This design comes from an exercise in tuning for small area and a short achievable clock period on the open sky130 flow, not from production work. The RTL was checked by simulation tests, not by an equivalence proof against the original design.

==> design/flow/design.v <==
module intc_host (
    input             clk,
    input             rst,
    input      [255:0] src,
    input             bus_en,
    input             bus_we,
    input      [9:0]  bus_addr,
    input      [31:0] bus_wdata,
    output reg [31:0] bus_rdata,
    output     [1:0]  irq_n
);
    function is_reserved(input integer n);
        is_reserved = (n >= 25  && n <= 31)  || (n >= 107 && n <= 111) ||
                      (n == 115)             || (n >= 125 && n <= 127) ||
                      (n == 131)             || (n == 151)             ||
                      (n >= 155 && n <= 159) || (n >= 164 && n <= 167) ||
                      (n >= 169 && n <= 223);
    endfunction
    function is_level(input integer n);
        is_level = (n >= 1 && n <= 3) || n == 5 || n == 6 || n == 11 ||
                   (n >= 20 && n <= 23) || (n >= 32 && n <= 99) ||
                   n == 105 || n == 114 || (n >= 136 && n <= 139) ||
                   n == 149 || n == 161 || n == 168;
    endfunction
    function is_soft(input integer n);
        is_soft = (n >= 224);
    endfunction
    function [3:0] reset_prio(input integer n);
        if (n == 0)                     reset_prio = 8;
        else if (n == 1 || n == 2)      reset_prio = 12;
        else if (n == 3)                reset_prio = 8;
        else if (n == 4)                reset_prio = 2;
        else if (n == 5)                reset_prio = 6;
        else if (n == 6 || n == 7)      reset_prio = 4;
        else if (n >= 8 && n <= 10)     reset_prio = 6;
        else if (n == 11)               reset_prio = 4;
        else if (n == 12)               reset_prio = 15;
        else if (n >= 13 && n <= 19)    reset_prio = 4;
        else if (n >= 20 && n <= 23)    reset_prio = 12;
        else if (n == 24)               reset_prio = 8;
        else if (n >= 32 && n <= 99)    reset_prio = 10;
        else if (n >= 100 && n <= 103)  reset_prio = 2;
        else if (n == 104)              reset_prio = 8;
        else if (n == 105)              reset_prio = 10;
        else if (n == 106)              reset_prio = 4;
        else if (n == 112)              reset_prio = 2;
        else if (n == 113)              reset_prio = 4;
        else if (n == 114)              reset_prio = 8;
        else if (n >= 116 && n <= 123)  reset_prio = 8;
        else if (n == 124)              reset_prio = 4;
        else if (n == 128)              reset_prio = 4;
        else if (n == 129 || n == 130)  reset_prio = 6;
        else if (n >= 132 && n <= 135)  reset_prio = 4;
        else if (n >= 136 && n <= 139)  reset_prio = 8;
        else if (n >= 140 && n <= 144)  reset_prio = 6;
        else if (n == 145)              reset_prio = 8;
        else if (n >= 146 && n <= 148)  reset_prio = 6;
        else if (n == 149)              reset_prio = 10;
        else if (n == 150)              reset_prio = 4;
        else if (n == 152)              reset_prio = 4;
        else if (n == 153)              reset_prio = 8;
        else if (n == 154)              reset_prio = 4;
        else if (n == 160)              reset_prio = 12;
        else if (n == 161)              reset_prio = 14;
        else if (n == 162)              reset_prio = 10;
        else if (n == 163)              reset_prio = 12;
        else if (n == 168)              reset_prio = 2;
        else                            reset_prio = 0;
    endfunction
    function [4:0] reset_vector(input integer n);
        if (n <= 7)                     reset_vector = 0;
        else if (n <= 11)               reset_vector = 6;
        else if (n <= 13)               reset_vector = 7;
        else if (n <= 15)               reset_vector = 8;
        else if (n <= 19)               reset_vector = n[4:0] - 5'd15;
        else if (n <= 24)               reset_vector = 5;
        else if (n >= 32 && n <= 95)    reset_vector = 9;
        else if (n >= 96 && n <= 103)   reset_vector = 10;
        else if (n >= 104 && n <= 106)  reset_vector = 11;
        else if (n >= 112 && n <= 114)  reset_vector = 12;
        else if (n >= 116 && n <= 124)  reset_vector = 13;
        else if (n >= 128 && n <= 130)  reset_vector = 14;
        else if (n >= 132 && n <= 143)  reset_vector = 15;
        else if (n >= 144 && n <= 150)  reset_vector = 16;
        else if (n >= 152 && n <= 154)  reset_vector = 17;
        else if (n >= 160 && n <= 163)  reset_vector = 18;
        else if (n == 168)              reset_vector = 19;
        else if (n >= 224)              reset_vector = 31;
        else                            reset_vector = 0;
    endfunction
    localparam [9:0] A_RAW       = 10'h040;   
    localparam [9:0] A_HPEND_SET = 10'h048;   
    localparam [9:0] A_HPEND_CLR = 10'h050;   
    localparam [9:0] A_HMASK_SET = 10'h058;   
    localparam [9:0] A_HMASK_CLR = 10'h060;   
    localparam [9:0] A_TGT0      = 10'h080;   
    localparam [9:0] A_TGT1      = 10'h090;   
    localparam [1:0] A_CFG_PAGE  = 2'b01;     
    localparam [3:0] T_CFG   = 4'd0;
    localparam [3:0] T_MOD   = 4'd1;
    localparam [3:0] T_CLAIM = 4'd2;
    localparam [3:0] T_DONE  = 4'd3;
    localparam [3:0] T_STAT  = 4'd4;
    localparam [3:0] T_CNT   = 4'd5;
    localparam US_CYCLES = 25;   
    wire bus_wr = bus_en &  bus_we;
    wire bus_rd = bus_en & ~bus_we;
    wire [255:0]    pend;
    wire [255:0]    mask;
    wire [255:0]    valid_src;    
    wire [255:0]    level_src;    
    wire [255:0]    raw;          
    wire [2*256-1:0] host;
    wire [4*256-1:0] prio;
    wire [5*256-1:0] vector;
    wire [255:0] pend_set_wr;
    wire [255:0] pend_clr_wr;
    wire [255:0] mask_set_wr;
    wire [255:0] mask_clr_wr;
    wire [255:0] pend_clr_svc;    
    genvar g, k;
    generate
        for (k = 0; k < 8; k = k + 1) begin : g_word
            assign pend_set_wr[32*k +: 32] = (bus_wr && bus_addr == A_HPEND_SET + k) ? bus_wdata : 32'd0;
            assign pend_clr_wr[32*k +: 32] = (bus_wr && bus_addr == A_HPEND_CLR + k) ? bus_wdata : 32'd0;
            assign mask_set_wr[32*k +: 32] = (bus_wr && bus_addr == A_HMASK_SET + k) ? bus_wdata : 32'd0;
            assign mask_clr_wr[32*k +: 32] = (bus_wr && bus_addr == A_HMASK_CLR + k) ? bus_wdata : 32'd0;
        end
        for (g = 0; g < 256; g = g + 1) begin : g_src
            localparam RES  = is_reserved(g);
            localparam LVL  = is_level(g);
            localparam SOFT = is_soft(g);
            localparam [3:0] RPRIO = reset_prio(g);
            localparam [4:0] RVEC  = reset_vector(g);
            assign valid_src[g] = !RES;
            assign level_src[g] = LVL;
            if (RES) begin : g_res
                assign pend[g]           = 1'b0;
                assign mask[g]           = 1'b0;
                assign raw[g]            = 1'b0;
                assign host[2*g +: 2]    = 2'd0;
                assign prio[4*g +: 4]    = 4'd0;
                assign vector[5*g +: 5]  = 5'd0;
            end else begin : g_live
                reg       pend_r;
                reg       mask_r;
                reg [1:0] host_r;
                reg [3:0] prio_r;
                reg [4:0] vec_r;
                wire line   = SOFT ? 1'b0 : src[g];
                wire routed = host_r == 2'd1 || host_r == 2'd2;
                wire cfg_wr = bus_wr && bus_addr[9:8] == A_CFG_PAGE && bus_addr[7:0] == g;
                always @(posedge clk) begin
                    if (rst) begin
                        pend_r <= 1'b0;
                        mask_r <= 1'b1;
                        host_r <= 2'd0;
                        prio_r <= RPRIO;
                        vec_r  <= RVEC;
                    end else begin
                        pend_r <= (pend_r & ~pend_clr_wr[g] & ~pend_clr_svc[g])
                                  | pend_set_wr[g] | (line & routed);
                        mask_r <= (mask_r | mask_set_wr[g]) & ~mask_clr_wr[g];
                        if (cfg_wr) begin
                            host_r <= bus_wdata[3:2];
                            prio_r <= bus_wdata[7:4];
                            vec_r  <= bus_wdata[12:8];
                        end
                    end
                end
                assign pend[g]          = pend_r;
                assign mask[g]          = mask_r;
                assign raw[g]           = line;
                assign host[2*g +: 2]   = host_r;
                assign prio[4*g +: 4]   = prio_r;
                assign vector[5*g +: 5] = vec_r;
            end
        end
    endgenerate
    wire [255:0] claim_clr [0:1];
    wire [255:0] done_clr  [0:1];
    wire [31:0]  tgt_rdata [0:1];
    wire [1:0]   tgt_hit;
    wire [1:0]   presented_w;
    assign pend_clr_svc = claim_clr[0] | claim_clr[1] | done_clr[0] | done_clr[1];
    genvar t;
    generate
        for (t = 0; t < 2; t = t + 1) begin : g_tgt
            localparam [9:0] BASE = (t == 0) ? A_TGT0 : A_TGT1;
            localparam [1:0] ROUTE = t + 1;
            reg [3:0]  thresh;
            reg        sleep;
            reg        idle;
            reg        wake;
            reg [15:0] mod_us;
            reg [7:0]  mod_cnt;
            reg [3:0]  urgent;
            reg        presented;
            reg [7:0]  pres_src;
            reg [3:0]  pres_prio;
            reg [4:0]  pres_vec;
            reg        insvc;
            reg [7:0]  svc_src;
            reg [15:0] win_us;      
            reg [4:0]  win_sub;     
            reg [31:0] count;
            wire hit   = bus_en && bus_addr[9:4] == BASE[9:4];
            wire [3:0] off = bus_addr[3:0];
            wire wr_cfg   = hit && bus_we  && off == T_CFG;
            wire wr_mod   = hit && bus_we  && off == T_MOD;
            wire rd_claim = hit && !bus_we && off == T_CLAIM;
            wire wr_done  = hit && bus_we  && off == T_DONE;
            wire rd_cnt   = hit && !bus_we && off == T_CNT;
            reg       cand_v;
            reg [7:0] cand_src;
            reg [3:0] cand_prio;
            reg [4:0] cand_vec;
            reg [8:0] pend_count;
            integer i;
            always @* begin
                cand_v     = 1'b0;
                cand_src   = 8'd0;
                cand_prio  = 4'd0;
                cand_vec   = 5'd0;
                pend_count = 9'd0;
                for (i = 0; i < 256; i = i + 1) begin
                    if (pend[i] && !mask[i] && host[2*i +: 2] == ROUTE) begin
                        pend_count = pend_count + 9'd1;
                        if (prio[4*i +: 4] >= thresh &&
                            (!cand_v || prio[4*i +: 4] > cand_prio)) begin
                            cand_v    = 1'b1;
                            cand_src  = i[7:0];
                            cand_prio = prio[4*i +: 4];
                            cand_vec  = vector[5*i +: 5];
                        end
                    end
                end
            end
            wire window  = win_us != 16'd0 && mod_us != 16'd0;   
            wire awake   = !sleep || wake;
            wire mod_ok  = !window || idle || cand_prio >= urgent ||
                           (mod_cnt != 8'd0 && pend_count >= {1'b0, mod_cnt});
            wire present = cand_v && !presented && !insvc && awake && mod_ok;
            wire       take      = rd_claim && (presented || present);
            wire [7:0] take_src  = presented ? pres_src  : cand_src;
            wire [3:0] take_prio = presented ? pres_prio : cand_prio;
            wire [4:0] take_vec  = presented ? pres_vec  : cand_vec;
            wire done = wr_done && insvc && bus_wdata[7:0] == svc_src;
            assign claim_clr[t] = take ? ((256'd1 << take_src) & ~level_src) : 256'd0;
            assign done_clr[t]  = done ? ((256'd1 << svc_src)  &  level_src) : 256'd0;
            wire [31:0] count_inc = (count == 32'hFFFF_FFFF) ? count : count + 32'd1;
            wire [31:0] count_now = present ? count_inc : count;
            always @(posedge clk) begin
                if (rst) begin
                    thresh    <= 4'd0;
                    sleep     <= 1'b0;
                    idle      <= 1'b0;
                    wake      <= 1'b0;
                    mod_us    <= 16'd0;
                    mod_cnt   <= 8'd0;
                    urgent    <= 4'd15;
                    presented <= 1'b0;
                    pres_src  <= 8'd0;
                    pres_prio <= 4'd0;
                    pres_vec  <= 5'd0;
                    insvc     <= 1'b0;
                    svc_src   <= 8'd0;
                    win_us    <= 16'd0;
                    win_sub   <= 5'd0;
                    count     <= 32'd0;
                end else begin
                    if (present) begin
                        presented <= 1'b1;
                        pres_src  <= cand_src;
                        pres_prio <= cand_prio;
                        pres_vec  <= cand_vec;
                        idle      <= 1'b0;
                        if (sleep)
                            sleep <= 1'b0;     
                        win_us    <= mod_us;
                        win_sub   <= 5'd0;
                    end else if (win_us != 16'd0) begin
                        if (win_sub == US_CYCLES - 1) begin
                            win_sub <= 5'd0;
                            win_us  <= win_us - 16'd1;
                        end else begin
                            win_sub <= win_sub + 5'd1;
                        end
                    end
                    count <= rd_cnt ? 32'd0 : count_now;
                    if (take) begin
                        presented <= 1'b0;
                        insvc     <= 1'b1;
                        svc_src   <= take_src;
                    end
                    if (done)
                        insvc <= 1'b0;
                    if (wr_cfg) begin
                        thresh <= bus_wdata[3:0];
                        sleep  <= bus_wdata[4];
                        idle   <= bus_wdata[5];
                        wake   <= bus_wdata[6];
                    end
                    if (wr_mod) begin
                        mod_us  <= bus_wdata[15:0];
                        mod_cnt <= bus_wdata[23:16];
                        urgent  <= bus_wdata[27:24];
                    end
                end
            end
            reg [31:0] rdata;
            always @* begin
                case (off)
                    T_CFG:   rdata = {25'd0, wake, idle, sleep, thresh};
                    T_MOD:   rdata = {4'd0, urgent, mod_cnt, mod_us};
                    T_CLAIM: rdata = take ? {1'b1, 14'd0, take_vec, take_prio, take_src} : 32'd0;
                    T_STAT:  rdata = {16'd0,
                                      presented ? pres_src : (insvc ? svc_src : 8'd0),
                                      4'd0, sleep, window, insvc, presented};
                    T_CNT:   rdata = count_now;
                    default: rdata = 32'd0;
                endcase
            end
            assign tgt_hit[t]     = hit;
            assign tgt_rdata[t]   = rdata;
            assign presented_w[t] = presented;
        end
    endgenerate
    assign irq_n = ~presented_w;
    wire [2:0]  word = bus_addr[2:0];
    wire [12:0] cfg_word = {vector[5*bus_addr[7:0] +: 5],
                            prio[4*bus_addr[7:0] +: 4],
                            host[2*bus_addr[7:0] +: 2], 2'b00};
    reg [31:0] rdata_next;
    always @* begin
        rdata_next = 32'd0;
        if (bus_addr[9:8] == A_CFG_PAGE)
            rdata_next = {19'd0, cfg_word};
        else if (tgt_hit[0])
            rdata_next = tgt_rdata[0];
        else if (tgt_hit[1])
            rdata_next = tgt_rdata[1];
        else if (bus_addr[9:3] == A_RAW[9:3])
            rdata_next = raw[32*word +: 32];
        else if (bus_addr[9:3] == A_HPEND_SET[9:3] || bus_addr[9:3] == A_HPEND_CLR[9:3])
            rdata_next = pend[32*word +: 32];
        else if (bus_addr[9:3] == A_HMASK_SET[9:3] || bus_addr[9:3] == A_HMASK_CLR[9:3])
            rdata_next = mask[32*word +: 32];
    end
    always @(posedge clk) begin
        if (rst)
            bus_rdata <= 32'd0;
        else if (bus_rd)
            bus_rdata <= rdata_next;
    end
endmodule
==> design/flow/run.sh <==
#!/bin/bash
# synth_recipe.tcl (not shown) runs the flow's synth.tcl, then flattens the netlist and writes it again
# the make line also repeats each setting of config.mk as NAME=value (left out here)
make -C /OpenROAD-flow-scripts/flow DESIGN_CONFIG=/design/flow/config.mk WORK_HOME=/design/flow/orfs CLKGATE_MAP_FILE= SYNTH_SCRIPT=/design/flow/synth_recipe.tcl finish
==> design/flow/config.mk <==
export PLATFORM = sky130hd
export DESIGN_NAME = intc_host
export DESIGN_NICKNAME = intc_host
export VERILOG_FILES = /design/flow/design.v
export SDC_FILE = /design/flow/constraint.sdc
export NUM_CORES = 8
export LEC_CHECK = 0
export CAP_MARGIN = 20
export CORE_MARGIN = 2
export CORE_UTILIZATION = 30
export PLACE_DENSITY = 0.45
export SLEW_MARGIN = 20
==> design/flow/constraint.sdc <==
create_clock -name core_clock -period 350.0 [get_ports {clk}]
set_input_delay 70.0000 -clock core_clock [delete_from_list [all_inputs] [get_ports {clk}]]
set_output_delay 70.0000 -clock core_clock [all_outputs]
set_load 0.01 [all_outputs]
==> impl_metrics.tcl <==
set metrics [dict create \
    core.rowCount 362 \
    drc_errors 0 \
    synth_area_um2 292000 \
    ys_ff_latch 2524 \
    path_delay_family "compound AO/OA/AOI/OAI gates" \
    synth-compound-area-share 0.218 \
    fmax_mhz 3.05 \
    chipWidth_um 991 \
    drt_iter0_drc 36200 \
    startpoint "g_src[0].g_live.host_r[1]$_SDFFE_PP0P_" \
    cts.htree.levels 5 \
    use_met2 0.472 \
    power_leader "clock" \
    floorplan.die_area_um2 981000 \
    tightest_slew_ns 1.31 \
    syn2layout_area_growth_pct 11.8 \
    cp_slowest_cell "o31ai_1" \
    synthSimpleGateAreaFrac 0.245 \
    ys_warn_count 1 \
    initial_utilization 0.301 \
    p_int_uw 518 \
    p_switching_uw 203 \
    rsz0062_at_grt "false" \
    hpwl_um 1330000 \
    grt_use_total 0.325 \
    antenna_found_initial 239 \
    cp_num_cells 748 \
    comb_power_uw 49.0 \
    synth.area.mux_share 0.0901 \
    synth.distinct_cells 196 \
    via_count 309000 \
    power_frac_seq 0.399 \
    cts_tree "yes" \
    p_seq_uw 288 \
    grt_pass1_vias 283000 \
    grt_overflow 0 \
    worstPathArrival_ns 328.30 \
    synth_top_area_share 0.173 \
    timing.critical_path.mode_cell "ha_1" \
    nFillCells 103000 \
    synth_seq_area_share 0.173 \
    cap_viol_max_count 0 \
    finalPower_uw 721 \
    vdd_drop_max_uv 3.92 \
    cp-endpoint "g_src[130].g_live.pend_r$_SDFF_PP0_" \
    vias_per_cell 5.89 \
    routabilityCongestion 1.04 \
    reg2reg_from "g_src[0].g_live.host_r[1]$_SDFFE_PP0P_" \
    met3_usage 0.0833 \
    clock_path_buffers 4 \
    synth_top_family_by_area "simple AND/OR/NAND/NOR gates" \
    setup_viol 0 \
    firstDrtPassIters 9 \
    timing.slew.headroom 0.125 \
    pre_cts_slack_ns 17.13 \
    power_density_nw_per_um2 2.21 \
    pg_clk_uw 385 \
    synthXorXnorAreaFrac 0.0806 \
    cts_root_buf "clkbuf_16" \
    clk_latency_ns 1.09 \
    power_leakage_nw 129 \
    syn-instance-count 39000 \
    worst_slack_ns 22.60 \
    drive_gt1_frac 0.109 \
    ys_async_sr_fraction 0 \
    holdPathEnd "g_tgt[0].pres_prio[1]$_SDFFE_PP0N_" \
    finalSetupTns_ns 0 \
    yosysTopAreaCell "dfxtp_1" \
    r2r_end "g_src[130].g_live.pend_r$_SDFF_PP0_" \
    synthFlopType "dfxtp_1" \
    path_class "flip-flop to flip-flop" \
    p_clk_frac 0.533 \
    routed_wl_um 1670000 \
    wl_per_cell_um 31.9 \
    clkSlewWorstSetupHoldPaths_ns 0.06 \
    met1_usage 0.417 \
    synthTopCellsByArea "dfxtp_1 (17%), ha_1 (14%), nand2_1 (9.1%)" \
    rrSetupSlack_ns 22.60 \
    chipHeight_um 991 \
    hold_viol_final 0 \
    syn-num-nets 42600 \
    busiest_layer "met2" \
    avgSynthCellArea_um2 7.48 \
    synth-edff-count 0 \
    whs_path_depth 2 \
    cp_num_buf_inv 80 \
    cts.sinks 2524 \
    worstRegToRegCells 1456 \
    cts_buffers 341 \
    synthAdderAreaFrac 0.143 \
    setup.worst_path.start_class "flip-flop" \
    nNetsFinal 42600 \
    grt_max_degree 128 \
    finalMaxSlewViolations 0 \
    ant_nets 0 \
    cts_hold_buf 0 \
    comb_power_share 0.068 \
    fin_skew_ns 0.0945 \
    critPathRequiredTime_ns 350.90 \
    crit_fanout 23 \
    ios 336 \
    hold_class "flip-flop to flip-flop" \
    switching_share 0.282 \
    end_kind "flip-flop" \
    grt_pass1_wl_um 2290000 \
    cpPeakStageDelay_ns 0.78 \
    post-route-min-period_ns 327.40 \
    fin_crit_sh 0.935 \
    holdCritStartpoint "g_tgt[0].pres_prio[1]$_SDFFE_PP0N_" \
    status "complete, no violations" \
    io_buffers 221 \
    core_area_um2 971000 \
]
[cells in the mapped netlist, types with 247 or more instances]
master / count
nand2_1: 7072
a21oi_1: 3670
ha_1: 3274
nor2_1: 2764
dfxtp_1: 2524
inv_1: 1829
o21ai_0: 1650
clkbuf_1: 1621
xnor2_1: 1287
nand3_1: 1206
a21o_1: 877
nand2b_1: 744
mux2i_1: 712
nor2b_1: 673
xor2_1: 660
mux4_2: 573
mux2_2: 525
and2_1: 518
nor3_1: 506
o211ai_1: 477
a31oi_1: 347
and3_1: 247
[logic make-up after synthesis]
group                    after synthesis
multiplexers                        1832
AO/OA/AOI/OAI                       9935
flip-flops                          2524
adder cells (fa/ha/maj)             3343
XOR/XNOR                            2288
buffers and inverters               3710
AND/OR/NAND/NOR                    15400
[registers in the layout (all words and copies together), names as in the netlist, 32 cells and up]
register,flops
g_src.g_live.vec_r,870
g_tgt.win_us,32
g_src.g_live.pend_r,174
g_tgt.mod_us,32
g_src.g_live.prio_r,696
g_tgt.count,64
bus_rdata,32
g_src.g_live.mask_r,174
g_src.g_live.host_r,348
[through the flow]
| stage | std cells | hold slack [ns] | utilization | area, um2 |
|---|---|---|---|---|
| finish | 52500 | 0.465 | 0.336 | 327000 |
| global route | 52300 | 0.490 | 0.336 | 326000 |
| CTS | 52200 | 0.465 | 0.335 | 325000 |
| detailed placement | 51600 | 0.456 | 0.323 | 314000 |
| global placement | 51600 | 0.448 | 0.323 | 313000 |
| floorplan | 39000 | 0.436 | - | 292000 |
[layout make-up]
| class | instances | area (um2) | area share |
|---|---|---|---|
| Multi-Input combinational cell | 32800 | 228000 | 0.699 |
| Tap cell | 12900 | 16200 | 0.0495 |
| Clock inverter | 143 | 1920 | 0.00589 |
| Clock buffer | 472 | 9740 | 0.0298 |
| Timing Repair Buffer | 1512 | 12300 | 0.0377 |
| Antenna cell | 284 | 711 | 0.00218 |
| Sequential cell | 2524 | 50500 | 0.155 |
| Inverter | 1842 | 6970 | 0.0214 |
[per-layer routing]
| metal | wire (um) | vias up |
|---|---|---|
| met5 | 1030 | - |
| met1 | 685000 | 150000 |
| met3 | 166000 | 3134 |
| met2 | 684000 | 15700 |
| li1 | - | 140000 |
| met4 | 139000 | 90 |
[cells in the final DEF, fill, tap and decap left out, types with 1198 or more instances in the layout]
cell and count:
o21ai_0 1594, nor2_1 2674, inv_1 1822, a21oi_1 3662
nand3_1 1198, nand2_1 7060, ha_1 3274, buf_4 1254
xnor2_1 1284, dfxtp_1 2522
[timing repair]
item	in CTS	in global routing
gates resized for setup	0	62
endpoints found under the hold margin	0	0
setup buffers	0	7
endpoints found under the setup margin	0	200

## afterwards: timing with drivers on the ports
In the flow no input, the clock included, has a driving cell. The finished layout below was timed again as built, in two steps. Step 1: set_driving_cell puts a clkbuf_16 on clk and a buf_2 on each other input, an assumption about the parent block. Step 2 also shifts input and output timing later by t, the mid clock arrival at the registers, as if the neighbouring blocks saw the same clock. Slacks: ideal / step 1 / step 2; pairs: ideal / step 1.
shift t [ns]: 1.175
slack for setup (ns): 22.597 / 22.597 / 22.597
worst hold slack (ns): 0.465 / 0.465 / 0.465
latest minus earliest clock arrival (ns): 0.102 / 0.102
slew at the worst register clock pin (ns): 0.07 / 0.07
After both steps this run still meets setup and hold. For this run, drivers alone change the setup slack by 0.000 ns; drivers and shift together by 0.000 ns.
